This is an optimization exercise on Yosys and OpenROAD, whose aim is small area, not a production implementation. At most, simulation tests tie the RTL to the original design; equivalence was not proved. No functional check of the RTL was part of runs 1 and 2. No activity file was given, so power comes from the tool's default toggle rates.

==> flow/design.v <==
`default_nettype none
module vdx_istore_ecc (
    input  wire          clk,
    input  wire          rst,
    input  wire          wr_valid,
    input  wire [79:0]   wr_data,
    output reg           enc_valid,
    output reg  [7:0]    enc_chk,
    input  wire [3:0]    rd_valid,
    input  wire [351:0]  rd_word,
    output reg  [3:0]    chk_valid,
    output wire [7:0]    chk_status,
    output wire [319:0]  chk_data,
    output wire [3:0]    wb_valid,
    output wire [31:0]   wb_chk,
    input  wire          cnt_clr,
    output reg  [15:0]   ce_cnt
);
    wire [7:0] wr_chk;
    vdx_enc u_enc (.d(wr_data), .c(wr_chk));
    always @(posedge clk) begin
        enc_valid <= wr_valid & ~rst;
        enc_chk   <= wr_chk;
    end
    reg [3:0]   s1_valid;
    reg [351:0] s1_word;
    reg [351:0] s2_word;
    always @(posedge clk) begin
        s1_valid  <= rd_valid & {4{~rst}};
        s1_word   <= rd_word;
        chk_valid <= s1_valid & {4{~rst}};
        s2_word   <= s1_word;
    end
    genvar g, k;
    generate
        for (g = 0; g < 4; g = g + 1) begin : g_lane
            wire [87:0] w = s2_word[g*88 +: 88];
            wire [6:0]  s;
            wire        p;
            vdx_syn u_syn (.w(w), .s(s), .p(p));
            wire nz   = |s;
            wire big  = s[6] & (s[5] | (s[4] & s[3]));    
            wire [1:0] status = {(p ^ nz) | (p & big), nz};
            wire [7:0]  lo;
            wire [10:0] hi;
            for (k = 0; k < 8; k = k + 1) begin : g_lo
                assign lo[k] = (s[2:0] == k);
            end
            for (k = 0; k < 11; k = k + 1) begin : g_hi
                assign hi[k] = p & (s[6:3] == k);
            end
            wire [79:0] data;
            wire [7:0]  chk;
            vdx_fix u_fix0 (.d(w[0]), .h(hi[0]), .l(lo[3]), .y(data[0]));
            vdx_fix u_fix1 (.d(w[1]), .h(hi[0]), .l(lo[5]), .y(data[1]));
            vdx_fix u_fix2 (.d(w[2]), .h(hi[0]), .l(lo[6]), .y(data[2]));
            vdx_fix u_fix3 (.d(w[3]), .h(hi[0]), .l(lo[7]), .y(data[3]));
            vdx_fix u_fix4 (.d(w[4]), .h(hi[1]), .l(lo[1]), .y(data[4]));
            vdx_fix u_fix5 (.d(w[5]), .h(hi[1]), .l(lo[2]), .y(data[5]));
            vdx_fix u_fix6 (.d(w[6]), .h(hi[1]), .l(lo[3]), .y(data[6]));
            vdx_fix u_fix7 (.d(w[7]), .h(hi[1]), .l(lo[4]), .y(data[7]));
            vdx_fix u_fix8 (.d(w[8]), .h(hi[1]), .l(lo[5]), .y(data[8]));
            vdx_fix u_fix9 (.d(w[9]), .h(hi[1]), .l(lo[6]), .y(data[9]));
            vdx_fix u_fix10 (.d(w[10]), .h(hi[1]), .l(lo[7]), .y(data[10]));
            vdx_fix u_fix11 (.d(w[11]), .h(hi[2]), .l(lo[1]), .y(data[11]));
            vdx_fix u_fix12 (.d(w[12]), .h(hi[2]), .l(lo[2]), .y(data[12]));
            vdx_fix u_fix13 (.d(w[13]), .h(hi[2]), .l(lo[3]), .y(data[13]));
            vdx_fix u_fix14 (.d(w[14]), .h(hi[2]), .l(lo[4]), .y(data[14]));
            vdx_fix u_fix15 (.d(w[15]), .h(hi[2]), .l(lo[5]), .y(data[15]));
            vdx_fix u_fix16 (.d(w[16]), .h(hi[2]), .l(lo[6]), .y(data[16]));
            vdx_fix u_fix17 (.d(w[17]), .h(hi[2]), .l(lo[7]), .y(data[17]));
            vdx_fix u_fix18 (.d(w[18]), .h(hi[3]), .l(lo[0]), .y(data[18]));
            vdx_fix u_fix19 (.d(w[19]), .h(hi[3]), .l(lo[1]), .y(data[19]));
            vdx_fix u_fix20 (.d(w[20]), .h(hi[3]), .l(lo[2]), .y(data[20]));
            vdx_fix u_fix21 (.d(w[21]), .h(hi[3]), .l(lo[3]), .y(data[21]));
            vdx_fix u_fix22 (.d(w[22]), .h(hi[3]), .l(lo[4]), .y(data[22]));
            vdx_fix u_fix23 (.d(w[23]), .h(hi[3]), .l(lo[5]), .y(data[23]));
            vdx_fix u_fix24 (.d(w[24]), .h(hi[3]), .l(lo[6]), .y(data[24]));
            vdx_fix u_fix25 (.d(w[25]), .h(hi[3]), .l(lo[7]), .y(data[25]));
            vdx_fix u_fix26 (.d(w[26]), .h(hi[4]), .l(lo[1]), .y(data[26]));
            vdx_fix u_fix27 (.d(w[27]), .h(hi[4]), .l(lo[2]), .y(data[27]));
            vdx_fix u_fix28 (.d(w[28]), .h(hi[4]), .l(lo[3]), .y(data[28]));
            vdx_fix u_fix29 (.d(w[29]), .h(hi[4]), .l(lo[4]), .y(data[29]));
            vdx_fix u_fix30 (.d(w[30]), .h(hi[4]), .l(lo[5]), .y(data[30]));
            vdx_fix u_fix31 (.d(w[31]), .h(hi[4]), .l(lo[6]), .y(data[31]));
            vdx_fix u_fix32 (.d(w[32]), .h(hi[4]), .l(lo[7]), .y(data[32]));
            vdx_fix u_fix33 (.d(w[33]), .h(hi[5]), .l(lo[0]), .y(data[33]));
            vdx_fix u_fix34 (.d(w[34]), .h(hi[5]), .l(lo[1]), .y(data[34]));
            vdx_fix u_fix35 (.d(w[35]), .h(hi[5]), .l(lo[2]), .y(data[35]));
            vdx_fix u_fix36 (.d(w[36]), .h(hi[5]), .l(lo[3]), .y(data[36]));
            vdx_fix u_fix37 (.d(w[37]), .h(hi[5]), .l(lo[4]), .y(data[37]));
            vdx_fix u_fix38 (.d(w[38]), .h(hi[5]), .l(lo[5]), .y(data[38]));
            vdx_fix u_fix39 (.d(w[39]), .h(hi[5]), .l(lo[6]), .y(data[39]));
            vdx_fix u_fix40 (.d(w[40]), .h(hi[5]), .l(lo[7]), .y(data[40]));
            vdx_fix u_fix41 (.d(w[41]), .h(hi[6]), .l(lo[0]), .y(data[41]));
            vdx_fix u_fix42 (.d(w[42]), .h(hi[6]), .l(lo[1]), .y(data[42]));
            vdx_fix u_fix43 (.d(w[43]), .h(hi[6]), .l(lo[2]), .y(data[43]));
            vdx_fix u_fix44 (.d(w[44]), .h(hi[6]), .l(lo[3]), .y(data[44]));
            vdx_fix u_fix45 (.d(w[45]), .h(hi[6]), .l(lo[4]), .y(data[45]));
            vdx_fix u_fix46 (.d(w[46]), .h(hi[6]), .l(lo[5]), .y(data[46]));
            vdx_fix u_fix47 (.d(w[47]), .h(hi[6]), .l(lo[6]), .y(data[47]));
            vdx_fix u_fix48 (.d(w[48]), .h(hi[6]), .l(lo[7]), .y(data[48]));
            vdx_fix u_fix49 (.d(w[49]), .h(hi[7]), .l(lo[0]), .y(data[49]));
            vdx_fix u_fix50 (.d(w[50]), .h(hi[7]), .l(lo[1]), .y(data[50]));
            vdx_fix u_fix51 (.d(w[51]), .h(hi[7]), .l(lo[2]), .y(data[51]));
            vdx_fix u_fix52 (.d(w[52]), .h(hi[7]), .l(lo[3]), .y(data[52]));
            vdx_fix u_fix53 (.d(w[53]), .h(hi[7]), .l(lo[4]), .y(data[53]));
            vdx_fix u_fix54 (.d(w[54]), .h(hi[7]), .l(lo[5]), .y(data[54]));
            vdx_fix u_fix55 (.d(w[55]), .h(hi[7]), .l(lo[6]), .y(data[55]));
            vdx_fix u_fix56 (.d(w[56]), .h(hi[7]), .l(lo[7]), .y(data[56]));
            vdx_fix u_fix57 (.d(w[57]), .h(hi[8]), .l(lo[1]), .y(data[57]));
            vdx_fix u_fix58 (.d(w[58]), .h(hi[8]), .l(lo[2]), .y(data[58]));
            vdx_fix u_fix59 (.d(w[59]), .h(hi[8]), .l(lo[3]), .y(data[59]));
            vdx_fix u_fix60 (.d(w[60]), .h(hi[8]), .l(lo[4]), .y(data[60]));
            vdx_fix u_fix61 (.d(w[61]), .h(hi[8]), .l(lo[5]), .y(data[61]));
            vdx_fix u_fix62 (.d(w[62]), .h(hi[8]), .l(lo[6]), .y(data[62]));
            vdx_fix u_fix63 (.d(w[63]), .h(hi[8]), .l(lo[7]), .y(data[63]));
            vdx_fix u_fix64 (.d(w[64]), .h(hi[9]), .l(lo[0]), .y(data[64]));
            vdx_fix u_fix65 (.d(w[65]), .h(hi[9]), .l(lo[1]), .y(data[65]));
            vdx_fix u_fix66 (.d(w[66]), .h(hi[9]), .l(lo[2]), .y(data[66]));
            vdx_fix u_fix67 (.d(w[67]), .h(hi[9]), .l(lo[3]), .y(data[67]));
            vdx_fix u_fix68 (.d(w[68]), .h(hi[9]), .l(lo[4]), .y(data[68]));
            vdx_fix u_fix69 (.d(w[69]), .h(hi[9]), .l(lo[5]), .y(data[69]));
            vdx_fix u_fix70 (.d(w[70]), .h(hi[9]), .l(lo[6]), .y(data[70]));
            vdx_fix u_fix71 (.d(w[71]), .h(hi[9]), .l(lo[7]), .y(data[71]));
            vdx_fix u_fix72 (.d(w[72]), .h(hi[10]), .l(lo[0]), .y(data[72]));
            vdx_fix u_fix73 (.d(w[73]), .h(hi[10]), .l(lo[1]), .y(data[73]));
            vdx_fix u_fix74 (.d(w[74]), .h(hi[10]), .l(lo[2]), .y(data[74]));
            vdx_fix u_fix75 (.d(w[75]), .h(hi[10]), .l(lo[3]), .y(data[75]));
            vdx_fix u_fix76 (.d(w[76]), .h(hi[10]), .l(lo[4]), .y(data[76]));
            vdx_fix u_fix77 (.d(w[77]), .h(hi[10]), .l(lo[5]), .y(data[77]));
            vdx_fix u_fix78 (.d(w[78]), .h(hi[10]), .l(lo[6]), .y(data[78]));
            vdx_fix u_fix79 (.d(w[79]), .h(hi[10]), .l(lo[7]), .y(data[79]));
            vdx_fix u_fixc0 (.d(w[80]), .h(hi[0]), .l(lo[1]), .y(chk[0]));
            vdx_fix u_fixc1 (.d(w[81]), .h(hi[0]), .l(lo[2]), .y(chk[1]));
            vdx_fix u_fixc2 (.d(w[82]), .h(hi[0]), .l(lo[4]), .y(chk[2]));
            vdx_fix u_fixc3 (.d(w[83]), .h(hi[1]), .l(lo[0]), .y(chk[3]));
            vdx_fix u_fixc4 (.d(w[84]), .h(hi[2]), .l(lo[0]), .y(chk[4]));
            vdx_fix u_fixc5 (.d(w[85]), .h(hi[4]), .l(lo[0]), .y(chk[5]));
            vdx_fix u_fixc6 (.d(w[86]), .h(hi[8]), .l(lo[0]), .y(chk[6]));
            vdx_fix u_fixc7 (.d(w[87]), .h(hi[0]), .l(lo[0]), .y(chk[7]));
            assign chk_status[g*2 +: 2] = status;
            assign chk_data[g*80 +: 80] = data;
            assign wb_chk[g*8 +: 8]     = chk;
            assign wb_valid[g]          = chk_valid[g] & (status[0] ^ status[1]);
        end
    endgenerate
    wire a0, a1, n0, b1, n1, n2;
    vdx_fa u_pc0 (.a(wb_valid[0]), .b(wb_valid[1]), .c(wb_valid[2]), .s(a0), .co(a1));
    vdx_ha u_pc1 (.a(a0), .b(wb_valid[3]), .s(n0), .co(b1));
    vdx_ha u_pc2 (.a(a1), .b(b1), .s(n1), .co(n2));
    wire [16:0] c;
    wire [15:0] sum;
    assign c[0] = 1'b0;
    vdx_ha u_s0 (.a(ce_cnt[0]), .b(n0), .s(sum[0]), .co(c[1]));
    vdx_fa u_s1 (.a(ce_cnt[1]), .b(n1), .c(c[1]), .s(sum[1]), .co(c[2]));
    vdx_fa u_s2 (.a(ce_cnt[2]), .b(n2), .c(c[2]), .s(sum[2]), .co(c[3]));
    genvar i;
    generate
        for (i = 3; i < 16; i = i + 1) begin : g_inc
            vdx_ha u_s (.a(ce_cnt[i]), .b(c[i]), .s(sum[i]), .co(c[i+1]));
        end
    endgenerate
    always @(posedge clk) begin
        if (rst || cnt_clr)
            ce_cnt <= 16'd0;
        else
            ce_cnt <= sum | {16{c[16]}};
    end
endmodule
module vdx_syn (
    input  wire [87:0] w,
    output wire [6:0]  s,
    output wire        p
);
    wire x0;
    vdx_xor u_x0 (.a(w[87]), .b(w[80]), .y(x0));
    wire x1;
    vdx_xor u_x1 (.a(w[81]), .b(w[0]), .y(x1));
    wire x2;
    vdx_xor u_x2 (.a(w[80]), .b(w[0]), .y(x2));
    wire x3;
    vdx_xor u_x3 (.a(x0), .b(x1), .y(x3));
    wire x4;
    vdx_xor u_x4 (.a(w[82]), .b(w[1]), .y(x4));
    wire x5;
    vdx_xor u_x5 (.a(w[2]), .b(w[3]), .y(x5));
    wire x6;
    vdx_xor u_x6 (.a(w[1]), .b(w[3]), .y(x6));
    wire x7;
    vdx_xor u_x7 (.a(x4), .b(x5), .y(x7));
    wire x8;
    vdx_xor u_x8 (.a(x2), .b(x6), .y(x8));
    wire x9;
    vdx_xor u_x9 (.a(x1), .b(x5), .y(x9));
    wire x10;
    vdx_xor u_x10 (.a(x3), .b(x7), .y(x10));
    wire x11;
    vdx_xor u_x11 (.a(w[83]), .b(w[4]), .y(x11));
    wire x12;
    vdx_xor u_x12 (.a(w[5]), .b(w[6]), .y(x12));
    wire x13;
    vdx_xor u_x13 (.a(w[4]), .b(w[6]), .y(x13));
    wire x14;
    vdx_xor u_x14 (.a(x11), .b(x12), .y(x14));
    wire x15;
    vdx_xor u_x15 (.a(w[7]), .b(w[8]), .y(x15));
    wire x16;
    vdx_xor u_x16 (.a(w[9]), .b(w[10]), .y(x16));
    wire x17;
    vdx_xor u_x17 (.a(w[8]), .b(w[10]), .y(x17));
    wire x18;
    vdx_xor u_x18 (.a(x15), .b(x16), .y(x18));
    wire x19;
    vdx_xor u_x19 (.a(x13), .b(x17), .y(x19));
    wire x20;
    vdx_xor u_x20 (.a(x12), .b(x16), .y(x20));
    wire x21;
    vdx_xor u_x21 (.a(x14), .b(x18), .y(x21));
    wire x22;
    vdx_xor u_x22 (.a(x8), .b(x19), .y(x22));
    wire x23;
    vdx_xor u_x23 (.a(x9), .b(x20), .y(x23));
    wire x24;
    vdx_xor u_x24 (.a(x7), .b(x18), .y(x24));
    wire x25;
    vdx_xor u_x25 (.a(x10), .b(x21), .y(x25));
    wire x26;
    vdx_xor u_x26 (.a(w[84]), .b(w[11]), .y(x26));
    wire x27;
    vdx_xor u_x27 (.a(w[12]), .b(w[13]), .y(x27));
    wire x28;
    vdx_xor u_x28 (.a(w[11]), .b(w[13]), .y(x28));
    wire x29;
    vdx_xor u_x29 (.a(x26), .b(x27), .y(x29));
    wire x30;
    vdx_xor u_x30 (.a(w[14]), .b(w[15]), .y(x30));
    wire x31;
    vdx_xor u_x31 (.a(w[16]), .b(w[17]), .y(x31));
    wire x32;
    vdx_xor u_x32 (.a(w[15]), .b(w[17]), .y(x32));
    wire x33;
    vdx_xor u_x33 (.a(x30), .b(x31), .y(x33));
    wire x34;
    vdx_xor u_x34 (.a(x28), .b(x32), .y(x34));
    wire x35;
    vdx_xor u_x35 (.a(x27), .b(x31), .y(x35));
    wire x36;
    vdx_xor u_x36 (.a(x29), .b(x33), .y(x36));
    wire x37;
    vdx_xor u_x37 (.a(w[18]), .b(w[19]), .y(x37));
    wire x38;
    vdx_xor u_x38 (.a(w[20]), .b(w[21]), .y(x38));
    wire x39;
    vdx_xor u_x39 (.a(w[19]), .b(w[21]), .y(x39));
    wire x40;
    vdx_xor u_x40 (.a(x37), .b(x38), .y(x40));
    wire x41;
    vdx_xor u_x41 (.a(w[22]), .b(w[23]), .y(x41));
    wire x42;
    vdx_xor u_x42 (.a(w[24]), .b(w[25]), .y(x42));
    wire x43;
    vdx_xor u_x43 (.a(w[23]), .b(w[25]), .y(x43));
    wire x44;
    vdx_xor u_x44 (.a(x41), .b(x42), .y(x44));
    wire x45;
    vdx_xor u_x45 (.a(x39), .b(x43), .y(x45));
    wire x46;
    vdx_xor u_x46 (.a(x38), .b(x42), .y(x46));
    wire x47;
    vdx_xor u_x47 (.a(x40), .b(x44), .y(x47));
    wire x48;
    vdx_xor u_x48 (.a(x34), .b(x45), .y(x48));
    wire x49;
    vdx_xor u_x49 (.a(x35), .b(x46), .y(x49));
    wire x50;
    vdx_xor u_x50 (.a(x33), .b(x44), .y(x50));
    wire x51;
    vdx_xor u_x51 (.a(x36), .b(x47), .y(x51));
    wire x52;
    vdx_xor u_x52 (.a(x22), .b(x48), .y(x52));
    wire x53;
    vdx_xor u_x53 (.a(x23), .b(x49), .y(x53));
    wire x54;
    vdx_xor u_x54 (.a(x24), .b(x50), .y(x54));
    wire x55;
    vdx_xor u_x55 (.a(x21), .b(x47), .y(x55));
    wire x56;
    vdx_xor u_x56 (.a(x25), .b(x51), .y(x56));
    wire x57;
    vdx_xor u_x57 (.a(w[85]), .b(w[26]), .y(x57));
    wire x58;
    vdx_xor u_x58 (.a(w[27]), .b(w[28]), .y(x58));
    wire x59;
    vdx_xor u_x59 (.a(w[26]), .b(w[28]), .y(x59));
    wire x60;
    vdx_xor u_x60 (.a(x57), .b(x58), .y(x60));
    wire x61;
    vdx_xor u_x61 (.a(w[29]), .b(w[30]), .y(x61));
    wire x62;
    vdx_xor u_x62 (.a(w[31]), .b(w[32]), .y(x62));
    wire x63;
    vdx_xor u_x63 (.a(w[30]), .b(w[32]), .y(x63));
    wire x64;
    vdx_xor u_x64 (.a(x61), .b(x62), .y(x64));
    wire x65;
    vdx_xor u_x65 (.a(x59), .b(x63), .y(x65));
    wire x66;
    vdx_xor u_x66 (.a(x58), .b(x62), .y(x66));
    wire x67;
    vdx_xor u_x67 (.a(x60), .b(x64), .y(x67));
    wire x68;
    vdx_xor u_x68 (.a(w[33]), .b(w[34]), .y(x68));
    wire x69;
    vdx_xor u_x69 (.a(w[35]), .b(w[36]), .y(x69));
    wire x70;
    vdx_xor u_x70 (.a(w[34]), .b(w[36]), .y(x70));
    wire x71;
    vdx_xor u_x71 (.a(x68), .b(x69), .y(x71));
    wire x72;
    vdx_xor u_x72 (.a(w[37]), .b(w[38]), .y(x72));
    wire x73;
    vdx_xor u_x73 (.a(w[39]), .b(w[40]), .y(x73));
    wire x74;
    vdx_xor u_x74 (.a(w[38]), .b(w[40]), .y(x74));
    wire x75;
    vdx_xor u_x75 (.a(x72), .b(x73), .y(x75));
    wire x76;
    vdx_xor u_x76 (.a(x70), .b(x74), .y(x76));
    wire x77;
    vdx_xor u_x77 (.a(x69), .b(x73), .y(x77));
    wire x78;
    vdx_xor u_x78 (.a(x71), .b(x75), .y(x78));
    wire x79;
    vdx_xor u_x79 (.a(x65), .b(x76), .y(x79));
    wire x80;
    vdx_xor u_x80 (.a(x66), .b(x77), .y(x80));
    wire x81;
    vdx_xor u_x81 (.a(x64), .b(x75), .y(x81));
    wire x82;
    vdx_xor u_x82 (.a(x67), .b(x78), .y(x82));
    wire x83;
    vdx_xor u_x83 (.a(w[41]), .b(w[42]), .y(x83));
    wire x84;
    vdx_xor u_x84 (.a(w[43]), .b(w[44]), .y(x84));
    wire x85;
    vdx_xor u_x85 (.a(w[42]), .b(w[44]), .y(x85));
    wire x86;
    vdx_xor u_x86 (.a(x83), .b(x84), .y(x86));
    wire x87;
    vdx_xor u_x87 (.a(w[45]), .b(w[46]), .y(x87));
    wire x88;
    vdx_xor u_x88 (.a(w[47]), .b(w[48]), .y(x88));
    wire x89;
    vdx_xor u_x89 (.a(w[46]), .b(w[48]), .y(x89));
    wire x90;
    vdx_xor u_x90 (.a(x87), .b(x88), .y(x90));
    wire x91;
    vdx_xor u_x91 (.a(x85), .b(x89), .y(x91));
    wire x92;
    vdx_xor u_x92 (.a(x84), .b(x88), .y(x92));
    wire x93;
    vdx_xor u_x93 (.a(x86), .b(x90), .y(x93));
    wire x94;
    vdx_xor u_x94 (.a(w[49]), .b(w[50]), .y(x94));
    wire x95;
    vdx_xor u_x95 (.a(w[51]), .b(w[52]), .y(x95));
    wire x96;
    vdx_xor u_x96 (.a(w[50]), .b(w[52]), .y(x96));
    wire x97;
    vdx_xor u_x97 (.a(x94), .b(x95), .y(x97));
    wire x98;
    vdx_xor u_x98 (.a(w[53]), .b(w[54]), .y(x98));
    wire x99;
    vdx_xor u_x99 (.a(w[55]), .b(w[56]), .y(x99));
    wire x100;
    vdx_xor u_x100 (.a(w[54]), .b(w[56]), .y(x100));
    wire x101;
    vdx_xor u_x101 (.a(x98), .b(x99), .y(x101));
    wire x102;
    vdx_xor u_x102 (.a(x96), .b(x100), .y(x102));
    wire x103;
    vdx_xor u_x103 (.a(x95), .b(x99), .y(x103));
    wire x104;
    vdx_xor u_x104 (.a(x97), .b(x101), .y(x104));
    wire x105;
    vdx_xor u_x105 (.a(x91), .b(x102), .y(x105));
    wire x106;
    vdx_xor u_x106 (.a(x92), .b(x103), .y(x106));
    wire x107;
    vdx_xor u_x107 (.a(x90), .b(x101), .y(x107));
    wire x108;
    vdx_xor u_x108 (.a(x93), .b(x104), .y(x108));
    wire x109;
    vdx_xor u_x109 (.a(x79), .b(x105), .y(x109));
    wire x110;
    vdx_xor u_x110 (.a(x80), .b(x106), .y(x110));
    wire x111;
    vdx_xor u_x111 (.a(x81), .b(x107), .y(x111));
    wire x112;
    vdx_xor u_x112 (.a(x78), .b(x104), .y(x112));
    wire x113;
    vdx_xor u_x113 (.a(x82), .b(x108), .y(x113));
    wire x114;
    vdx_xor u_x114 (.a(x52), .b(x109), .y(x114));
    wire x115;
    vdx_xor u_x115 (.a(x53), .b(x110), .y(x115));
    wire x116;
    vdx_xor u_x116 (.a(x54), .b(x111), .y(x116));
    wire x117;
    vdx_xor u_x117 (.a(x55), .b(x112), .y(x117));
    wire x118;
    vdx_xor u_x118 (.a(x51), .b(x108), .y(x118));
    wire x119;
    vdx_xor u_x119 (.a(x56), .b(x113), .y(x119));
    wire x120;
    vdx_xor u_x120 (.a(w[86]), .b(w[57]), .y(x120));
    wire x121;
    vdx_xor u_x121 (.a(w[58]), .b(w[59]), .y(x121));
    wire x122;
    vdx_xor u_x122 (.a(w[57]), .b(w[59]), .y(x122));
    wire x123;
    vdx_xor u_x123 (.a(x120), .b(x121), .y(x123));
    wire x124;
    vdx_xor u_x124 (.a(w[60]), .b(w[61]), .y(x124));
    wire x125;
    vdx_xor u_x125 (.a(w[62]), .b(w[63]), .y(x125));
    wire x126;
    vdx_xor u_x126 (.a(w[61]), .b(w[63]), .y(x126));
    wire x127;
    vdx_xor u_x127 (.a(x124), .b(x125), .y(x127));
    wire x128;
    vdx_xor u_x128 (.a(x122), .b(x126), .y(x128));
    wire x129;
    vdx_xor u_x129 (.a(x121), .b(x125), .y(x129));
    wire x130;
    vdx_xor u_x130 (.a(x123), .b(x127), .y(x130));
    wire x131;
    vdx_xor u_x131 (.a(w[64]), .b(w[65]), .y(x131));
    wire x132;
    vdx_xor u_x132 (.a(w[66]), .b(w[67]), .y(x132));
    wire x133;
    vdx_xor u_x133 (.a(w[65]), .b(w[67]), .y(x133));
    wire x134;
    vdx_xor u_x134 (.a(x131), .b(x132), .y(x134));
    wire x135;
    vdx_xor u_x135 (.a(w[68]), .b(w[69]), .y(x135));
    wire x136;
    vdx_xor u_x136 (.a(w[70]), .b(w[71]), .y(x136));
    wire x137;
    vdx_xor u_x137 (.a(w[69]), .b(w[71]), .y(x137));
    wire x138;
    vdx_xor u_x138 (.a(x135), .b(x136), .y(x138));
    wire x139;
    vdx_xor u_x139 (.a(x133), .b(x137), .y(x139));
    wire x140;
    vdx_xor u_x140 (.a(x132), .b(x136), .y(x140));
    wire x141;
    vdx_xor u_x141 (.a(x134), .b(x138), .y(x141));
    wire x142;
    vdx_xor u_x142 (.a(x128), .b(x139), .y(x142));
    wire x143;
    vdx_xor u_x143 (.a(x129), .b(x140), .y(x143));
    wire x144;
    vdx_xor u_x144 (.a(x127), .b(x138), .y(x144));
    wire x145;
    vdx_xor u_x145 (.a(x130), .b(x141), .y(x145));
    wire x146;
    vdx_xor u_x146 (.a(w[72]), .b(w[73]), .y(x146));
    wire x147;
    vdx_xor u_x147 (.a(w[74]), .b(w[75]), .y(x147));
    wire x148;
    vdx_xor u_x148 (.a(w[73]), .b(w[75]), .y(x148));
    wire x149;
    vdx_xor u_x149 (.a(x146), .b(x147), .y(x149));
    wire x150;
    vdx_xor u_x150 (.a(w[76]), .b(w[77]), .y(x150));
    wire x151;
    vdx_xor u_x151 (.a(w[78]), .b(w[79]), .y(x151));
    wire x152;
    vdx_xor u_x152 (.a(w[77]), .b(w[79]), .y(x152));
    wire x153;
    vdx_xor u_x153 (.a(x150), .b(x151), .y(x153));
    wire x154;
    vdx_xor u_x154 (.a(x148), .b(x152), .y(x154));
    wire x155;
    vdx_xor u_x155 (.a(x147), .b(x151), .y(x155));
    wire x156;
    vdx_xor u_x156 (.a(x149), .b(x153), .y(x156));
    wire x157;
    vdx_xor u_x157 (.a(x142), .b(x154), .y(x157));
    wire x158;
    vdx_xor u_x158 (.a(x143), .b(x155), .y(x158));
    wire x159;
    vdx_xor u_x159 (.a(x144), .b(x153), .y(x159));
    wire x160;
    vdx_xor u_x160 (.a(x145), .b(x156), .y(x160));
    wire x161;
    vdx_xor u_x161 (.a(x114), .b(x157), .y(x161));
    wire x162;
    vdx_xor u_x162 (.a(x115), .b(x158), .y(x162));
    wire x163;
    vdx_xor u_x163 (.a(x116), .b(x159), .y(x163));
    wire x164;
    vdx_xor u_x164 (.a(x117), .b(x141), .y(x164));
    wire x165;
    vdx_xor u_x165 (.a(x118), .b(x156), .y(x165));
    wire x166;
    vdx_xor u_x166 (.a(x119), .b(x160), .y(x166));
    assign s[0] = x161;
    assign s[1] = x162;
    assign s[2] = x163;
    assign s[3] = x164;
    assign s[4] = x165;
    assign s[5] = x113;
    assign s[6] = x160;
    assign p = x166;
endmodule
module vdx_enc (
    input  wire [79:0] d,
    output wire [7:0]  c
);
    wire e0;
    vdx_xor u_e0 (.a(d[56]), .b(d[25]), .y(e0));
    wire e1;
    vdx_xor u_e1 (.a(d[40]), .b(d[71]), .y(e1));
    wire e2;
    vdx_xor u_e2 (.a(d[10]), .b(e0), .y(e2));
    wire e3;
    vdx_xor u_e3 (.a(e1), .b(e2), .y(e3));
    wire e4;
    vdx_xor u_e4 (.a(d[48]), .b(d[79]), .y(e4));
    wire e5;
    vdx_xor u_e5 (.a(d[17]), .b(e4), .y(e5));
    wire e6;
    vdx_xor u_e6 (.a(d[32]), .b(d[63]), .y(e6));
    wire e7;
    vdx_xor u_e7 (.a(d[3]), .b(e6), .y(e7));
    wire e8;
    vdx_xor u_e8 (.a(e5), .b(e7), .y(e8));
    wire e9;
    vdx_xor u_e9 (.a(e3), .b(e8), .y(e9));
    wire e10;
    vdx_xor u_e10 (.a(d[52]), .b(d[21]), .y(e10));
    wire e11;
    vdx_xor u_e11 (.a(d[36]), .b(d[67]), .y(e11));
    wire e12;
    vdx_xor u_e12 (.a(d[6]), .b(e10), .y(e12));
    wire e13;
    vdx_xor u_e13 (.a(e11), .b(e12), .y(e13));
    wire e14;
    vdx_xor u_e14 (.a(d[44]), .b(d[75]), .y(e14));
    wire e15;
    vdx_xor u_e15 (.a(d[13]), .b(e14), .y(e15));
    wire e16;
    vdx_xor u_e16 (.a(d[28]), .b(d[59]), .y(e16));
    wire e17;
    vdx_xor u_e17 (.a(d[0]), .b(e16), .y(e17));
    wire e18;
    vdx_xor u_e18 (.a(e15), .b(e17), .y(e18));
    wire e19;
    vdx_xor u_e19 (.a(e13), .b(e18), .y(e19));
    wire e20;
    vdx_xor u_e20 (.a(e9), .b(e19), .y(e20));
    wire e21;
    vdx_xor u_e21 (.a(d[54]), .b(d[23]), .y(e21));
    wire e22;
    vdx_xor u_e22 (.a(d[38]), .b(d[69]), .y(e22));
    wire e23;
    vdx_xor u_e23 (.a(d[8]), .b(e21), .y(e23));
    wire e24;
    vdx_xor u_e24 (.a(e22), .b(e23), .y(e24));
    wire e25;
    vdx_xor u_e25 (.a(d[46]), .b(d[77]), .y(e25));
    wire e26;
    vdx_xor u_e26 (.a(d[15]), .b(e25), .y(e26));
    wire e27;
    vdx_xor u_e27 (.a(d[30]), .b(d[61]), .y(e27));
    wire e28;
    vdx_xor u_e28 (.a(d[1]), .b(e27), .y(e28));
    wire e29;
    vdx_xor u_e29 (.a(e26), .b(e28), .y(e29));
    wire e30;
    vdx_xor u_e30 (.a(e24), .b(e29), .y(e30));
    wire e31;
    vdx_xor u_e31 (.a(d[50]), .b(d[19]), .y(e31));
    wire e32;
    vdx_xor u_e32 (.a(d[34]), .b(d[65]), .y(e32));
    wire e33;
    vdx_xor u_e33 (.a(d[4]), .b(e31), .y(e33));
    wire e34;
    vdx_xor u_e34 (.a(e32), .b(e33), .y(e34));
    wire e35;
    vdx_xor u_e35 (.a(d[42]), .b(d[73]), .y(e35));
    wire e36;
    vdx_xor u_e36 (.a(d[11]), .b(e35), .y(e36));
    wire e37;
    vdx_xor u_e37 (.a(d[26]), .b(d[57]), .y(e37));
    wire e38;
    vdx_xor u_e38 (.a(e37), .b(e36), .y(e38));
    wire e39;
    vdx_xor u_e39 (.a(e34), .b(e38), .y(e39));
    wire e40;
    vdx_xor u_e40 (.a(e30), .b(e39), .y(e40));
    wire e41;
    vdx_xor u_e41 (.a(e20), .b(e40), .y(e41));
    wire e42;
    vdx_xor u_e42 (.a(d[55]), .b(d[24]), .y(e42));
    wire e43;
    vdx_xor u_e43 (.a(d[39]), .b(d[70]), .y(e43));
    wire e44;
    vdx_xor u_e44 (.a(d[9]), .b(e42), .y(e44));
    wire e45;
    vdx_xor u_e45 (.a(e43), .b(e44), .y(e45));
    wire e46;
    vdx_xor u_e46 (.a(d[47]), .b(d[78]), .y(e46));
    wire e47;
    vdx_xor u_e47 (.a(d[16]), .b(e46), .y(e47));
    wire e48;
    vdx_xor u_e48 (.a(d[31]), .b(d[62]), .y(e48));
    wire e49;
    vdx_xor u_e49 (.a(d[2]), .b(e48), .y(e49));
    wire e50;
    vdx_xor u_e50 (.a(e47), .b(e49), .y(e50));
    wire e51;
    vdx_xor u_e51 (.a(e45), .b(e50), .y(e51));
    wire e52;
    vdx_xor u_e52 (.a(d[51]), .b(d[20]), .y(e52));
    wire e53;
    vdx_xor u_e53 (.a(d[35]), .b(d[66]), .y(e53));
    wire e54;
    vdx_xor u_e54 (.a(d[5]), .b(e52), .y(e54));
    wire e55;
    vdx_xor u_e55 (.a(e53), .b(e54), .y(e55));
    wire e56;
    vdx_xor u_e56 (.a(d[43]), .b(d[74]), .y(e56));
    wire e57;
    vdx_xor u_e57 (.a(d[12]), .b(e56), .y(e57));
    wire e58;
    vdx_xor u_e58 (.a(d[27]), .b(d[58]), .y(e58));
    wire e59;
    vdx_xor u_e59 (.a(e58), .b(e57), .y(e59));
    wire e60;
    vdx_xor u_e60 (.a(e55), .b(e59), .y(e60));
    wire e61;
    vdx_xor u_e61 (.a(e51), .b(e60), .y(e61));
    wire e62;
    vdx_xor u_e62 (.a(e61), .b(e20), .y(e62));
    wire e63;
    vdx_xor u_e63 (.a(d[53]), .b(d[22]), .y(e63));
    wire e64;
    vdx_xor u_e64 (.a(d[37]), .b(d[68]), .y(e64));
    wire e65;
    vdx_xor u_e65 (.a(d[7]), .b(e63), .y(e65));
    wire e66;
    vdx_xor u_e66 (.a(e64), .b(e65), .y(e66));
    wire e67;
    vdx_xor u_e67 (.a(d[45]), .b(d[76]), .y(e67));
    wire e68;
    vdx_xor u_e68 (.a(d[14]), .b(e67), .y(e68));
    wire e69;
    vdx_xor u_e69 (.a(d[29]), .b(d[60]), .y(e69));
    wire e70;
    vdx_xor u_e70 (.a(e69), .b(e68), .y(e70));
    wire e71;
    vdx_xor u_e71 (.a(e66), .b(e70), .y(e71));
    wire e72;
    vdx_xor u_e72 (.a(e9), .b(e71), .y(e72));
    wire e73;
    vdx_xor u_e73 (.a(e30), .b(e51), .y(e73));
    wire e74;
    vdx_xor u_e74 (.a(e72), .b(e73), .y(e74));
    wire e75;
    vdx_xor u_e75 (.a(d[49]), .b(d[18]), .y(e75));
    wire e76;
    vdx_xor u_e76 (.a(d[33]), .b(d[64]), .y(e76));
    wire e77;
    vdx_xor u_e77 (.a(e75), .b(e76), .y(e77));
    wire e78;
    vdx_xor u_e78 (.a(e77), .b(e13), .y(e78));
    wire e79;
    vdx_xor u_e79 (.a(e24), .b(e45), .y(e79));
    wire e80;
    vdx_xor u_e80 (.a(e3), .b(e78), .y(e80));
    wire e81;
    vdx_xor u_e81 (.a(e79), .b(e80), .y(e81));
    wire e82;
    vdx_xor u_e82 (.a(e34), .b(e55), .y(e82));
    wire e83;
    vdx_xor u_e83 (.a(e66), .b(e82), .y(e83));
    wire e84;
    vdx_xor u_e84 (.a(e83), .b(e81), .y(e84));
    wire e85;
    vdx_xor u_e85 (.a(d[41]), .b(d[72]), .y(e85));
    wire e86;
    vdx_xor u_e86 (.a(e31), .b(e52), .y(e86));
    wire e87;
    vdx_xor u_e87 (.a(e63), .b(e10), .y(e87));
    wire e88;
    vdx_xor u_e88 (.a(e21), .b(e42), .y(e88));
    wire e89;
    vdx_xor u_e89 (.a(e0), .b(e85), .y(e89));
    wire e90;
    vdx_xor u_e90 (.a(e15), .b(e26), .y(e90));
    wire e91;
    vdx_xor u_e91 (.a(e47), .b(e5), .y(e91));
    wire e92;
    vdx_xor u_e92 (.a(e86), .b(e87), .y(e92));
    wire e93;
    vdx_xor u_e93 (.a(e88), .b(e89), .y(e93));
    wire e94;
    vdx_xor u_e94 (.a(e90), .b(e91), .y(e94));
    wire e95;
    vdx_xor u_e95 (.a(e92), .b(e93), .y(e95));
    wire e96;
    vdx_xor u_e96 (.a(e94), .b(e95), .y(e96));
    wire e97;
    vdx_xor u_e97 (.a(e75), .b(e36), .y(e97));
    wire e98;
    vdx_xor u_e98 (.a(e57), .b(e68), .y(e98));
    wire e99;
    vdx_xor u_e99 (.a(e97), .b(e98), .y(e99));
    wire e100;
    vdx_xor u_e100 (.a(e99), .b(e96), .y(e100));
    wire e101;
    vdx_xor u_e101 (.a(d[28]), .b(d[30]), .y(e101));
    wire e102;
    vdx_xor u_e102 (.a(d[31]), .b(d[34]), .y(e102));
    wire e103;
    vdx_xor u_e103 (.a(d[35]), .b(d[37]), .y(e103));
    wire e104;
    vdx_xor u_e104 (.a(d[42]), .b(d[43]), .y(e104));
    wire e105;
    vdx_xor u_e105 (.a(d[45]), .b(d[49]), .y(e105));
    wire e106;
    vdx_xor u_e106 (.a(d[32]), .b(d[36]), .y(e106));
    wire e107;
    vdx_xor u_e107 (.a(d[38]), .b(d[39]), .y(e107));
    wire e108;
    vdx_xor u_e108 (.a(d[44]), .b(d[46]), .y(e108));
    wire e109;
    vdx_xor u_e109 (.a(d[47]), .b(d[50]), .y(e109));
    wire e110;
    vdx_xor u_e110 (.a(d[51]), .b(d[53]), .y(e110));
    wire e111;
    vdx_xor u_e111 (.a(d[40]), .b(d[48]), .y(e111));
    wire e112;
    vdx_xor u_e112 (.a(d[52]), .b(d[54]), .y(e112));
    wire e113;
    vdx_xor u_e113 (.a(d[55]), .b(d[56]), .y(e113));
    wire e114;
    vdx_xor u_e114 (.a(e101), .b(e102), .y(e114));
    wire e115;
    vdx_xor u_e115 (.a(e103), .b(e104), .y(e115));
    wire e116;
    vdx_xor u_e116 (.a(e105), .b(e106), .y(e116));
    wire e117;
    vdx_xor u_e117 (.a(e107), .b(e108), .y(e117));
    wire e118;
    vdx_xor u_e118 (.a(e109), .b(e110), .y(e118));
    wire e119;
    vdx_xor u_e119 (.a(e111), .b(e112), .y(e119));
    wire e120;
    vdx_xor u_e120 (.a(e113), .b(e114), .y(e120));
    wire e121;
    vdx_xor u_e121 (.a(e115), .b(e116), .y(e121));
    wire e122;
    vdx_xor u_e122 (.a(e117), .b(e118), .y(e122));
    wire e123;
    vdx_xor u_e123 (.a(e119), .b(e120), .y(e123));
    wire e124;
    vdx_xor u_e124 (.a(e121), .b(e122), .y(e124));
    wire e125;
    vdx_xor u_e125 (.a(e123), .b(e124), .y(e125));
    wire e126;
    vdx_xor u_e126 (.a(d[26]), .b(d[27]), .y(e126));
    wire e127;
    vdx_xor u_e127 (.a(d[29]), .b(d[33]), .y(e127));
    wire e128;
    vdx_xor u_e128 (.a(d[41]), .b(e126), .y(e128));
    wire e129;
    vdx_xor u_e129 (.a(e127), .b(e128), .y(e129));
    wire e130;
    vdx_xor u_e130 (.a(e129), .b(e125), .y(e130));
    wire e131;
    vdx_xor u_e131 (.a(d[59]), .b(d[61]), .y(e131));
    wire e132;
    vdx_xor u_e132 (.a(d[62]), .b(d[65]), .y(e132));
    wire e133;
    vdx_xor u_e133 (.a(d[66]), .b(d[68]), .y(e133));
    wire e134;
    vdx_xor u_e134 (.a(d[73]), .b(d[74]), .y(e134));
    wire e135;
    vdx_xor u_e135 (.a(d[76]), .b(d[63]), .y(e135));
    wire e136;
    vdx_xor u_e136 (.a(d[67]), .b(d[69]), .y(e136));
    wire e137;
    vdx_xor u_e137 (.a(d[70]), .b(d[75]), .y(e137));
    wire e138;
    vdx_xor u_e138 (.a(d[77]), .b(d[78]), .y(e138));
    wire e139;
    vdx_xor u_e139 (.a(d[71]), .b(d[79]), .y(e139));
    wire e140;
    vdx_xor u_e140 (.a(e131), .b(e132), .y(e140));
    wire e141;
    vdx_xor u_e141 (.a(e133), .b(e134), .y(e141));
    wire e142;
    vdx_xor u_e142 (.a(e135), .b(e136), .y(e142));
    wire e143;
    vdx_xor u_e143 (.a(e137), .b(e138), .y(e143));
    wire e144;
    vdx_xor u_e144 (.a(e139), .b(e140), .y(e144));
    wire e145;
    vdx_xor u_e145 (.a(e141), .b(e142), .y(e145));
    wire e146;
    vdx_xor u_e146 (.a(e143), .b(e144), .y(e146));
    wire e147;
    vdx_xor u_e147 (.a(e145), .b(e146), .y(e147));
    wire e148;
    vdx_xor u_e148 (.a(d[57]), .b(d[58]), .y(e148));
    wire e149;
    vdx_xor u_e149 (.a(d[60]), .b(d[64]), .y(e149));
    wire e150;
    vdx_xor u_e150 (.a(d[72]), .b(e148), .y(e150));
    wire e151;
    vdx_xor u_e151 (.a(e149), .b(e150), .y(e151));
    wire e152;
    vdx_xor u_e152 (.a(e151), .b(e147), .y(e152));
    wire e153;
    vdx_xor u_e153 (.a(e61), .b(e72), .y(e153));
    wire e154;
    vdx_xor u_e154 (.a(e96), .b(e125), .y(e154));
    wire e155;
    vdx_xor u_e155 (.a(e147), .b(e41), .y(e155));
    wire e156;
    vdx_xor u_e156 (.a(e81), .b(e153), .y(e156));
    wire e157;
    vdx_xor u_e157 (.a(e154), .b(e155), .y(e157));
    wire e158;
    vdx_xor u_e158 (.a(e156), .b(e157), .y(e158));
    assign c[0] = e41;
    assign c[1] = e62;
    assign c[2] = e74;
    assign c[3] = e84;
    assign c[4] = e100;
    assign c[5] = e130;
    assign c[6] = e152;
    assign c[7] = e158;
endmodule
module vdx_xor (
    input  wire a,
    input  wire b,
    output wire y
);
    assign y = a ^ b;
endmodule
module vdx_fix (
    input  wire d,
    input  wire h,
    input  wire l,
    output wire y
);
    assign y = d ^ (h & l);
endmodule
module vdx_ha (
    input  wire a,
    input  wire b,
    output wire s,
    output wire co
);
    assign {co, s} = a + b;
endmodule
module vdx_fa (
    input  wire a,
    input  wire b,
    input  wire c,
    output wire s,
    output wire co
);
    assign {co, s} = a + b + c;
endmodule
`default_nettype wire
==> flow/flow/run.sh <==
#!/bin/bash
# The standard layout (the standard.sh, standard synthesis unchanged),
# with these changes:
#  - the port buffers that buffer_ports inserts on every input and output
#    are buf_1 instead of the default cell;
#  - clock tree synthesis uses larger sink clusters of clkbuf_8 and no
#    dummy loads.
set -euo pipefail
CTS="-sink_clustering_enable -repair_clock_nets -dont_use_dummy_load"
CTS="$CTS -buf_list {${CTS_BUFS:-sky130_fd_sc_hd__clkbuf_8}}"
CTS="$CTS -sink_clustering_size ${CTS_SIZE:-15} -sink_clustering_max_diameter ${CTS_DIAM:-50}"
bash standard.sh \
  "BUFFER_PORTS_ARGS=-buffer_cell sky130_fd_sc_hd__buf_1" \
  "CTS_ARGS=$CTS" \
  finish > standard.log 2>&1
==> flow/standard.sh <==
#!/bin/bash
# synth_recipe.tcl (not shown) runs the flow's synth.tcl, then flattens the netlist and writes it again
# the make line also repeats each setting of config.mk as NAME=value (left out here)
make -C /OpenROAD-flow-scripts/flow DESIGN_CONFIG=/design/flow/config.mk WORK_HOME=/design/flow/orfs CLKGATE_MAP_FILE= SYNTH_SCRIPT=/design/flow/synth_recipe.tcl "${@:-finish}"
==> flow/config.mk <==
export PLATFORM = sky130hd
export DESIGN_NAME = vdx_istore_ecc
export DESIGN_NICKNAME = vdx_istore_ecc
export VERILOG_FILES = /design/flow/design.v
export SDC_FILE = /design/flow/constraint.sdc
export NUM_CORES = 4
export LEC_CHECK = 0
export CAP_MARGIN = 0
export CORE_AREA = 2 2.72 498 109.52
export DIE_AREA = 0 0 500 112
export SLEW_MARGIN = 0
export SYNTH_HIERARCHICAL = 1
export SYNTH_MINIMUM_KEEP_SIZE = 0
==> flow/constraint.sdc <==
create_clock -name core_clock -period 8.0 [get_ports {clk}]
set_input_delay 1.6000 -clock core_clock [delete_from_list [all_inputs] [get_ports {clk}]]
set_output_delay 1.6000 -clock core_clock [all_outputs]
set_load 0.01 [all_outputs]
==> implementation parameters, run 1 <==
Parameter                              Value

Outcome
  Run status  no timing/DRC/antenna violations

Setup path
  Setup CP Type    reg2reg
  Highest cell delay on the worst timing path    440 ps
  Top fanout value on the critical path    16
  Dominant cell type by count on the critical path    sky130_fd_sc_hd__ha_1
  Crit start category    register
  Data arrival time of the worst path    about 8000 ps
  Cell with the biggest individual delay on the critical path    sky130_fd_sc_hd__fa_1
  Path depth of the worst reg2reg path    29
  Data required, critical path    8530 ps
  Worst setup EP type    register

STA
  Final number of hold-violating endpoints    0
  Setup WS post-layout    483 ps
  Final setup violation count    0
  Final period utilization    94.0%
  Summed negative setup slack over all endpoints    0 ps
  Relative max-transition margin    14.5%
  Fin Clk Skew    between 70 and 80 ps
  Total count of max-transition violations in the final report    0
  Slew at the pin closest to its max-slew limit    1280 ps
  Minimum hold slack    301 ps
  Highest achievable clock rate    between 100 and 150 MHz
  Minimum period implied by the final worst setup slack    7520 ps

Run
  Number of maximum-capacitance violations    0

Floorplanning
  Row count    39
  Floorplan Core Area    0.0526 sq mm
  Number of top-level pins    833
  Die X-Extent    500 microns
  Initial core utilization    53.6%
  Die Footprint    0.0560 sq mm
  Vert. Die Dim    between 100 and 150 microns

Layout
  Leading cell types in the layout, fill and taps excluded    832 x sky130_fd_sc_hd__buf_1, 823 x sky130_fd_sc_hd__xor2_1, 737 x sky130_fd_sc_hd__dfxtp_1
  Area taken by flip-flops and latches    0.0148 sq mm
  Most common library cell in the layout ignoring fill and taps    sky130_fd_sc_hd__buf_1
  Multi-input logic area    0.0131 sq mm
  Fill cell count    approximately 4600
  Nets    3835
  Area added between synthesis and finish    16.7%
  Fraction of layout instances using a drive strength above 1    3.50%

Detailed routing
  Drt total wl    69.5 mm
  Remaining antenna violation count    0
  Via count    18600
  Average vias per placed instance    4.54
  Final routed wire length divided by cell count    17.0 microns
  Pre-Repair DR Iteration Count    4
  Number of DRC violations after detailed-routing iteration 0    790
  Remaining design rule violation count    0

Power
  Final Total Pwr    13.0 mW
  Pwr dens    395 mW/mm^2
  LEAKAGE    approximately 13 nW
  Worst IR drop on VDD    288 uV

Clocking
  Clk sinks    between 700 and 800
  Clock latency on the worst-skew pair    690 ps
  H-tree lvl count    2
  Total CTS buffers    55
  Clock-pin slew reported for the worst setup and hold paths after clock tree synthesis    110 ps
  Setup repair bufs after CTS    0
  Largest buffer count on any clock path    3
  CTS tree    done
  Clk root buf    sky130_fd_sc_hd__clkbuf_8

Yosys
  Summed instance area of the synthesized netlist    0.0282 sq mm
  Syn Area/Cell    between 10 and 15 sq um
  Number of nets produced by synthesis    ~3000
  Number of distinct standard cells referenced by the synthesized netlist    28
  Gate count of the mapped netlist    2513
  Flip-flop and latch count after synthesis    roughly 740
  Warnings, synthesis    7
  Proportion of synthesized flip-flops having asynchronous set or reset    0%
  Proportion of synthesized chip area in sequential cells    52.4%
  Post-synth top flop    sky130_fd_sc_hd__dfxtp_1
  Number of flops mapped to enable cells by yosys    0

Placement
  Dpl hpwl    53.5 mm
  Minimum setup slack after placement    449 ps
  Number of port buffers    832
  RD Place Congestion    0.886

Hold path
  Kind of path behind the tightest hold check    reg2reg
  Depth of the worst hold-timing path    0

Global route
  Maximum number of pins on one net before global-route repair    17
  Initial antenna violation count    3
  Total routing usage reported by global routing    approximately 24%
  Global-route wire length before repair    103 mm
  Via count of the first global-routing pass    between 15000 and 20000
  Total overflow reported by the global router    0
sequential cells by signal, indices dropped and copies added, names as in the netlist:
register   flops
enc_chk        8
s1_word      352
chk_valid      4
s1_valid       4
enc_valid      1
s2_word      352
ce_cnt        16
critical path: cells and delay by family, from the launching register on:
kind,cells,cell delay (ps)
DFF,1,400
and+or+nand+nor,1,90
buffers and inverters,1,220
AOI/OAI and AO/OA,2,380
xor gates and xnor gates,7,2020
adders and majority gates,18,4250
path summary, 6_finish.rpt:
| kind | startpoint | endpoint | slack (ps) |
|---|---|---|---|
| worst max register to register | s2_word[232] | ce_cnt[11] | 480 |
| worst min register to register | s1_word[271] | s2_word[271] | 300 |
| worst min-delay path | s1_word[271] | s2_word[271] | 300 |
| worst max-delay path | s2_word[232] | ce_cnt[11] | 480 |
per-module statistics from Yosys, one instance, submodules excluded:
module | cell area, sq um | flip-flops and latches
vdx_fix | 12.5 | 0
vdx_istore_ecc | 16000 | 737
vdx_ha | 12.5 | 0
vdx_fa | 20.0 | 0
vdx_syn | 52.6 | 0
vdx_xor | 8.76 | 0
vdx_enc | 60.1 | 0
metrics by stage:
step           util (%)  cell area, sq um  cells
6_report           62.6             32900   4094
3_5_place_dp       61.0             32100   4036
3_3_place_gp       61.0             32100   4036
5_1_grt            62.6             32900   4094
2_1_floorplan         -             28200   2513
4_1_cts            62.5             32800   4091
power breakdown:
group	switching, mW	total, mW	internal (mW)	leakage [nW]
clock	1.14	1.76	0.614	0.395
combinational	5.04	7.20	2.15	6.30
sequential	0.128	4.02	3.89	6.21
layer usage:
metal	vias up	share of wire (%)	global-route usage [%]
li1	9400	-	-
met4	0	2.6	6.83
met1	8711	40	27.3
met3	120	4.1	4.63
met5	-	0	0
met2	355	53	46.3
synthesized netlist by cell type (7+ instances only):
master / n / area, sq um
sky130_fd_sc_hd__and3b_1: 7 / 61.3
sky130_fd_sc_hd__buf_2: 9 / 45.0
sky130_fd_sc_hd__buf_4: 40 / 300
sky130_fd_sc_hd__dfxtp_1: 737 / 14800
sky130_fd_sc_hd__ha_1: 16 / 200
sky130_fd_sc_hd__nand2_1: 373 / 1400
sky130_fd_sc_hd__nand2b_1: 8 / 50.1
sky130_fd_sc_hd__nand3_1: 12 / 60.1
sky130_fd_sc_hd__nor2_1: 25 / 93.8
sky130_fd_sc_hd__nor2b_1: 9 / 56.3
sky130_fd_sc_hd__nor3_1: 16 / 80.1
sky130_fd_sc_hd__nor3b_1: 16 / 120
sky130_fd_sc_hd__nor4_1: 8 / 50.1
sky130_fd_sc_hd__o21a_1: 16 / 120
sky130_fd_sc_hd__xnor2_1: 352 / 3080
sky130_fd_sc_hd__xor2_1: 827 / 7240
final cells by class:
class / count / share of cell area (%)
tap: 717 / 2.73
antenna: 3 / 0.0228
clock buffer: 55 / 2.30
timing repair buffer: 861 / 10.2
sequential: 737 / 44.9
multi-input combinational: 1721 / 39.9
timing repair:
item | 4_1_cts | 5_1_grt
hold buffers | 0 | 0
setup endpoints to repair | 0 | 16
resized for setup | 0 | 5
logic make-up after synthesis:
group	count (synthesis)	share of synthesized area (%)
buffers and inverters	55	1.41
xor gates and xnor gates	1179	36.6
adders and majority gates	19	0.924
muxes	4	0.213
AOI/OAI and AO/OA	24	0.604
DFF	737	52.4
and+or+nand+nor	495	7.84
==> run 2, diff against run 1 <==
--- a/flow/design.v
+++ b/flow/design.v
@@ -152,12 +152,16 @@
     wire [16:0] c;
     wire [15:0] sum;
+    wire [16:3] ones;      
     assign c[0] = 1'b0;
     vdx_ha u_s0 (.a(ce_cnt[0]), .b(n0), .s(sum[0]), .co(c[1]));
     vdx_fa u_s1 (.a(ce_cnt[1]), .b(n1), .c(c[1]), .s(sum[1]), .co(c[2]));
     vdx_fa u_s2 (.a(ce_cnt[2]), .b(n2), .c(c[2]), .s(sum[2]), .co(c[3]));
+    assign ones[3] = 1'b1;
     genvar i;
     generate
         for (i = 3; i < 16; i = i + 1) begin : g_inc
-            vdx_ha u_s (.a(ce_cnt[i]), .b(c[i]), .s(sum[i]), .co(c[i+1]));
+            assign ones[i+1] = ones[i] & ce_cnt[i];
+            vdx_fix u_s (.d(ce_cnt[i]), .h(c[3]), .l(ones[i]), .y(sum[i]));
+            assign c[i+1] = c[3] & ones[i+1];
         end
     endgenerate
==> run 2 against run 1 <==
Sequential power barely moved. Fmax rose by 7.4%. Clock power barely moved. First-iteration DRC count rose by 11%. Via count rose by 1.2%. Setup slack improved by 520 ps. Cell count rose by 0.85%. Worst hold slack got worse by 42 ps. Largest cell class unchanged. Combinational power fell by 5.8%. Routed wire length rose by 0.73%.
==> implementation parameters, run 2 <==
Parameter                              Value

Setup path
  Series of cell instances along the critical path    xor2_1 -> xor2_1 -> xor2_1 -> xor2_1 -> xor2_1 -> xor2_1 -> xor2_1 -> nand3b_1 -> nor3b_1 -> nand2_1 -> xnor2_1 -> buf_1
  Data arrival time of the worst path    5400 ps
  Highest cell delay on the worst timing path    1020 ps
  Data required, critical path    6400 ps
  Dominant cell type by count on the critical path    sky130_fd_sc_hd__xor2_1
  Top fanout value on the critical path    11
  Worst setup EP type    primary output
  Crit start category    register
  Minimum setup slack among reg-to-reg paths    1620 ps
  Setup CP Type    reg2out
  Cell with the biggest individual delay on the critical path    sky130_fd_sc_hd__nor3b_1

Yosys
  Warnings, synthesis    7
  List of most frequent post-synthesis cells    827 x sky130_fd_sc_hd__xor2_1, 737 x sky130_fd_sc_hd__dfxtp_1, 418 x sky130_fd_sc_hd__nand2_1
  Summed instance area of the synthesized netlist    0.0281 sq mm
  Proportion of synthesized flip-flops having asynchronous set or reset    0%
  Post-synth top flop    sky130_fd_sc_hd__dfxtp_1
  Number of distinct standard cells referenced by the synthesized netlist    36
  Leading area contributor after synthesis    sky130_fd_sc_hd__dfxtp_1
  Cell types occupying the most area after synthesis    sky130_fd_sc_hd__dfxtp_1 52%, sky130_fd_sc_hd__xor2_1 26%, sky130_fd_sc_hd__xnor2_1 11%
  Top cell type's share of synthesized area    52.4%
  Flip-flop and latch count after synthesis    737
  Proportion of synthesized chip area in sequential cells    roughly 52%
  Most used standard cell by instance count after synthesis    sky130_fd_sc_hd__xor2_1
  Number of flops mapped to enable cells by yosys    0
  Syn Area/Cell    roughly 11 sq um
  Gate count of the mapped netlist    2558
  Number of nets produced by synthesis    between 3000 and 4000

Placement
  RD Place Congestion    0.872
  Area of placed instances    0.0320 sq mm
  Number of port buffers    between 800 and 900
  Dpl hpwl    around 54 mm
  Minimum setup slack after placement    1650 ps

Detailed routing
  Pre-Repair DR Iteration Count    5
  Average vias per placed instance    4.56
  Remaining antenna violation count    0
  Number of DRC violations after detailed-routing iteration 0    slightly below 900
  Remaining design rule violation count    0
  Via count    18800
  Drt total wl    ~70 mm
  Final routed wire length divided by cell count    roughly 17 microns

Floorplanning
  Floorplan Core Area    0.0526 sq mm
  Vert. Die Dim    112 microns
  Initial core utilization    53.6%
  Number of top-level pins    833
  Die X-Extent    500 microns
  Die Footprint    0.0560 sq mm
  Row count    39

STA
  Setup WS post-layout    approximately 1000 ps
  Summed negative setup slack over all endpoints    0 ps
  Minimum period implied by the final worst setup slack    7000 ps
  Fin Clk Skew    92.6 ps
  Minimum hold slack    258 ps
  Slew at the pin closest to its max-slew limit    1330 ps
  Final setup violation count    0
  Highest achievable clock rate    around 140 MHz
  Final number of hold-violating endpoints    0
  Relative max-transition margin    roughly a tenth
  Total count of max-transition violations in the final report    0
  Setup repair after global routing missed its margin    false
  Final period utilization    around 87%

Layout
  Regs by FF count    s1_word x352, s2_word x352, ce_cnt x16
  Area taken by flip-flops and latches    around 0.015 sq mm
  Final instance area    0.0328 sq mm
  Fraction of layout instances using a drive strength above 1    roughly 2.8%
  Nets    3854
  Fill cell count    4530
  Multi-input logic area    ~0.013 sq mm
  Leading cell types in the layout, fill and taps excluded    832 x sky130_fd_sc_hd__buf_1, 827 x sky130_fd_sc_hd__xor2_1, 737 x sky130_fd_sc_hd__dfxtp_1
  Area added between synthesis and finish    16.5%
  Most common library cell in the layout ignoring fill and taps    sky130_fd_sc_hd__buf_1

Global route
  Initial antenna violation count    4
  Maximum number of pins on one net before global-route repair    17
  Total overflow reported by the global router    0
  Via count of the first global-routing pass    19200
  Total routing usage reported by global routing    24.1%
  Global-route wire length before repair    103 mm

Clocking
  Setup repair bufs after CTS    0
  H-tree lvl count    2
  Clock-pin slew reported for the worst setup and hold paths after clock tree synthesis    100 ps
  Hold buffers post-CTS    0
  Clk root buf    sky130_fd_sc_hd__clkbuf_8
  Total CTS buffers    55
  Clk sinks    between 700 and 800
  Clock latency on the worst-skew pair    710 ps
  CTS tree    done
  Largest buffer count on any clock path    3
  Cts repair resizes    0

Outcome
  Run status  no timing/DRC/antenna violations

Hold path
  Kind of path behind the tightest hold check    reg2reg

Power
  Final Total Pwr    12.6 mW
  LEAKAGE    12.9 nW
  Worst IR drop on VDD    365 uV
  Pwr dens    around 380 mW/mm^2

Run
  Number of maximum-capacitance violations    0
run 2: cell types whose count changed in the layout (fill, tap and decap cells not counted), moves of 5 or more:
cell,previous run,this run
sky130_fd_sc_hd__buf_4,29,15
sky130_fd_sc_hd__ha_1,16,3
sky130_fd_sc_hd__and2_1,0,5
sky130_fd_sc_hd__o21a_1,16,0
sky130_fd_sc_hd__and4_1,0,6
sky130_fd_sc_hd__nand2_1,373,418
sky130_fd_sc_hd__and3_1,4,11
sky130_fd_sc_hd__xnor2_1,352,365
run 2: stage by stage:
step,utilization [%],cells
floorplan,-,2558
global placement,60.9,4068
detailed placement,60.9,4068
CTS,62.3,4123
global route,62.4,4128
finish,62.4,4129
run 2: modules after synthesis (local to each module, per instance):
module          area, sq um  cells inside  copies in the design  flip-flops and latches
vdx_istore_ecc        16000           959                     1                     737
vdx_ha                 12.5             1                     3                       0
vdx_fa                 20.0             1                     3                       0
vdx_fix                12.5             2                   365                       0
vdx_enc                60.1             8                     1                       0
vdx_syn                52.6             7                     4                       0
vdx_xor                8.76             1                   827                       0
run 2: worst paths after layout:
kind / from / endpoint / cells past startpoint
worst max-delay path: s2_word[232] / chk_data[235] / 12
worst min-delay path: s1_word[142] / s2_word[142] / 0
worst max register to register: s2_word[232] / ce_cnt[14] / 17
worst min register to register: s1_word[142] / s2_word[142] / 0
run 2: cell families (layout without fill, tap and decap cells):
family | Yosys count | after routing | share of synthesized area, %
muxes | 2 | 2 | 0.0800
adders and majority gates | 6 | 6 | 0.347
buffers and inverters | 55 | 903 | 1.28
other | 1 | 7 | 0.0133
and+or+nand+nor | 556 | 556 | 8.55
DFF | 737 | 737 | 52.4
AOI/OAI and AO/OA | 9 | 9 | 0.218
xor gates and xnor gates | 1192 | 1192 | 37.1
run 2: metal layers:
metal	vias to the layer above	routed length, microns	track usage, %
li1	9493	-	-
met1	8820	28500	27.6
met2	375	37000	45.7
met3	126	2710	4.60
met4	0	1760	7.11
met5	-	0	0
run 2: layout make-up:
| cell class | instances | share of cell area (%) |
|---|---|---|
| repair buffers | 847 | 9.87 |
| multi-input cells | 1766 | 40.0 |
| diodes | 6 | 0.0458 |
| inverters | 1 | 0.0115 |
| flip-flops and latches | 737 | 45.0 |
| well taps | 717 | 2.74 |
| clock buffers | 55 | 2.31 |
run 2: worst max-delay path, delay by kind of cell (launching register included):
kind / cells / cell delay, ps
simple gates: 3 / 1380
buf+inv: 1 / 210
flops: 1 / 410
xor+xnor: 8 / 2680
run 2: where the power goes:
| group | leakage [nW] | internal [mW] | switching [mW] |
|---|---|---|---|
| clock | 0.395 | 0.615 | 1.16 |
| combinational | 6.26 | 1.93 | 4.85 |
| sequential | 6.21 | 3.89 | 0.132 |
| total | 12.9 | 6.44 | 6.14 |
==> run 3, diff against run 2 <==
--- a/flow/design.v
+++ b/flow/design.v
@@ -45,8 +45,8 @@
             wire [10:0] hi;
             for (k = 0; k < 8; k = k + 1) begin : g_lo
-                assign lo[k] = (s[2:0] == k);
+                assign lo[k] = p & (s[2:0] == k);
             end
             for (k = 0; k < 11; k = k + 1) begin : g_hi
-                assign hi[k] = p & (s[6:3] == k);
+                assign hi[k] = (s[6:3] == k);
             end
             wire [79:0] data;
==> run 3 against run 2 <==
Still clean. Cell count is 0.22% higher. First-iteration DRC count rose by 15%. Sequential share of layout area grew 0.13 points. Power shrank 2.8%. Synthesized cell count hardly changed. Final area down 0.28%. Area after synthesis is 0.29% lower. Fmax up 3.2%. Sequential power is essentially flat. Worst hold slack improved by 36 ps. Critical path depth did not move. Sequential cell count stayed put. Critical path type unchanged. Largest power group unchanged.
==> implementation parameters, run 3 <==
Parameter                              Value

Setup path
  Top fanout value on the critical path    11
  Endpoint of the worst setup timing path    chk_data[142]
  Endpoint of the most critical register-to-register path    ce_cnt[1]
  Minimum setup slack among reg-to-reg paths    about 1600 ps
  Data required, critical path    6400 ps
  R2R Path Start    s2_word[231]
  Critical Path Source    s2_word[144]
  Setup CP Type    reg2out
  Crit start category    register

Clocking
  Setup repair bufs after CTS    0
  CTS tree    done
  Clock latency on the worst-skew pair    700 ps
  Total CTS buffers    55
  Clk root buf    sky130_fd_sc_hd__clkbuf_8
  Largest buffer count on any clock path    3
  Hold buffers post-CTS    0
  H-tree lvl count    2
  Cts repair resizes    0

STA
  Final setup violation count    0
  Minimum period implied by the final worst setup slack    roughly 6800 ps
  Summed negative setup slack over all endpoints    0 ps
  Highest achievable clock rate    147 MHz
  Setup WS post-layout    1220 ps
  Final number of hold-violating endpoints    0
  Slew at the pin closest to its max-slew limit    1340 ps

Outcome
  Run status  no timing/DRC/antenna violations

Yosys
  Leading area contributor after synthesis    sky130_fd_sc_hd__dfxtp_1
  Top cell type's share of synthesized area    52.6%
  Multiplexer fraction of the synthesized cell area    0%
  Number of flops mapped to enable cells by yosys    0
  Post-synthesis compound-gate area fraction    0.691%
  Syn Area/Cell    11.0 sq um
  Flip-flop and latch count after synthesis    roughly 740
  Warnings, synthesis    7
  Gate count of the mapped netlist    between 2000 and 3000
  List of most frequent post-synthesis cells    827 x sky130_fd_sc_hd__xor2_1, 737 x sky130_fd_sc_hd__dfxtp_1, 404 x sky130_fd_sc_hd__nand2_1
  Synth Area in Adders    0.348%
  Number of distinct standard cells referenced by the synthesized netlist    32
  Proportion of synthesized chip area in sequential cells    52.6%
  Proportion of synthesized flip-flops having asynchronous set or reset    0%
  Simple-gate area share of the yosys netlist    between 7 and 8%
  Largest family of logic cells by synthesized area    XOR/XNOR gates

Placement
  RD Place Congestion    0.850
  Minimum setup slack after placement    between 1500 and 2000 ps
  Area of placed instances    approximately 0.032 sq mm
  Number of port buffers    832

Global route
  Via count of the first global-routing pass    19500
  Initial antenna violation count    4
  Total overflow reported by the global router    0
  Global-route wire length before repair    between 100 and 150 mm

Detailed routing
  Remaining antenna violation count    0
  Pre-Repair DR Iteration Count    7
  Number of DRC violations after detailed-routing iteration 0    a little over 1000
  Via count    between 15000 and 20000
  Average vias per placed instance    4.54

Run
  Number of maximum-capacitance violations    0

Hold path
  Kind of path behind the tightest hold check    reg2reg
  Depth of the worst hold-timing path    0

Floorplanning
  Vert. Die Dim    ~110 microns
  Number of top-level pins    833
  Floorplan Core Area    0.0526 sq mm
  Die Footprint    between 0.05 and 0.06 sq mm
  Initial core utilization    between 50% and 60%

Power
  LEAKAGE    approximately 13 nW
  Pwr dens    approximately 370 mW/mm^2

Layout
  Area added between synthesis and finish    16.5%
  Regs by FF count    s1_word x352, s2_word x352, ce_cnt x16
  Leading cell types in the layout, fill and taps excluded    832 x sky130_fd_sc_hd__buf_1, 827 x sky130_fd_sc_hd__xor2_1, 737 x sky130_fd_sc_hd__dfxtp_1
  Share of the core filled with cells    between 60% and 70%
  Final instance area    ~0.033 sq mm
  Most common library cell in the layout ignoring fill and taps    sky130_fd_sc_hd__buf_1
==> run 3: changes by cell type in the layout (fill, tap and decap cells not counted), moves of 12 or more <==
cell and change:
sky130_fd_sc_hd__nand2b_1 +22, sky130_fd_sc_hd__nand2_1 -14, sky130_fd_sc_hd__nor3b_2 -12, sky130_fd_sc_hd__nor2_1 +21
==> run 3: worst min path at each step <==
| stage | endpoint | from |
|---|---|---|
| 2_1_floorplan | s2_word[0] | s1_word[0] |
| 3_3_place_gp | s2_word[240] | s1_word[240] |
| 3_5_place_dp | s2_word[107] | s1_word[107] |
| 4_1_cts | s2_word[29] | s1_word[29] |
| 5_1_grt | s2_word[29] | s1_word[29] |
| 6_report | s2_word[29] | s1_word[29] |
==> run 3: layout make-up <==
cell class	instances	area, sq um
multi-input cells	1767	13000
diodes	5	12.5
repair buffers	851	3270
well taps	717	897
flip-flops and latches	737	14800
clock buffers	55	757
inverters	6	22.5
fillers	4588	19900
==> run 3: through the flow <==
stage / hold WS [ps] / std cells / power [mW]
floorplan: 310 / 2557 / 8.63
global placement: 310 / 4078 / 10.4
finish: 294 / 4138 / 12.2
detailed placement: 312 / 4078 / 10.5
global route: 293 / 4137 / 13.0
CTS: 279 / 4133 / 12.3
==> run 3: logic make-up after synthesis <==
| kind of cell | after synthesis |
|---|---|
| buf+inv | 53 |
| xor+xnor | 1192 |
| simple gates | 536 |
| flops | 737 |
| other cells | 1 |
| fa+ha+maj | 6 |
| compound gates | 32 |
==> run 3: worst max-delay path, cell delays in order (launching register included) <==
cell and delay [ps]:
sky130_fd_sc_hd__dfxtp_1 400, sky130_fd_sc_hd__xor2_1 260, sky130_fd_sc_hd__xor2_1 280, sky130_fd_sc_hd__xor2_1 300, sky130_fd_sc_hd__xor2_1 310, sky130_fd_sc_hd__xor2_1 530, sky130_fd_sc_hd__xor2_1 220, sky130_fd_sc_hd__xor2_1 390
sky130_fd_sc_hd__nand2b_1 190, sky130_fd_sc_hd__nor2_1 1050, sky130_fd_sc_hd__nand2_1 150, sky130_fd_sc_hd__xnor2_1 290, sky130_fd_sc_hd__buf_1 180
==> run 3: where the power goes <==
part | leakage [nW] | internal [mW] | switching [mW]
sequential | 6.21 | 3.89 | 0.129
clock | 0.395 | 0.615 | 1.14
combinational | 6.09 | 1.83 | 4.61
==> run 3: per-layer routing <==
layer,up-vias,track usage (%),routed length [microns]
met5,-,0,0
met4,0,6.89,1640
met3,116,4.53,2850
met2,370,45.9,37000
met1,8795,27.9,28500
li1,9490,-,-
==> run 3: per-module statistics from Yosys (local to each module, per instance) <==
module | flip-flops and latches | area (sq um) | cells inside | copies in the design
vdx_fix | 0 | 12.5 | 2 | 365
vdx_ha | 0 | 12.5 | 1 | 3
vdx_istore_ecc | 737 | 15900 | 958 | 1
vdx_syn | 0 | 52.6 | 7 | 4
vdx_enc | 0 | 60.1 | 8 | 1
vdx_fa | 0 | 20.0 | 1 | 3
vdx_xor | 0 | 8.76 | 1 | 827

Re-timed with assumed drivers on the ports (clkbuf_16 on the clock, buf_2 on other inputs), run 3 has 1.147 ns of setup slack against 1.219 ns with ideal ports, and 1.611 ns once port delays also move by the mid clock arrival of 0.732 ns.
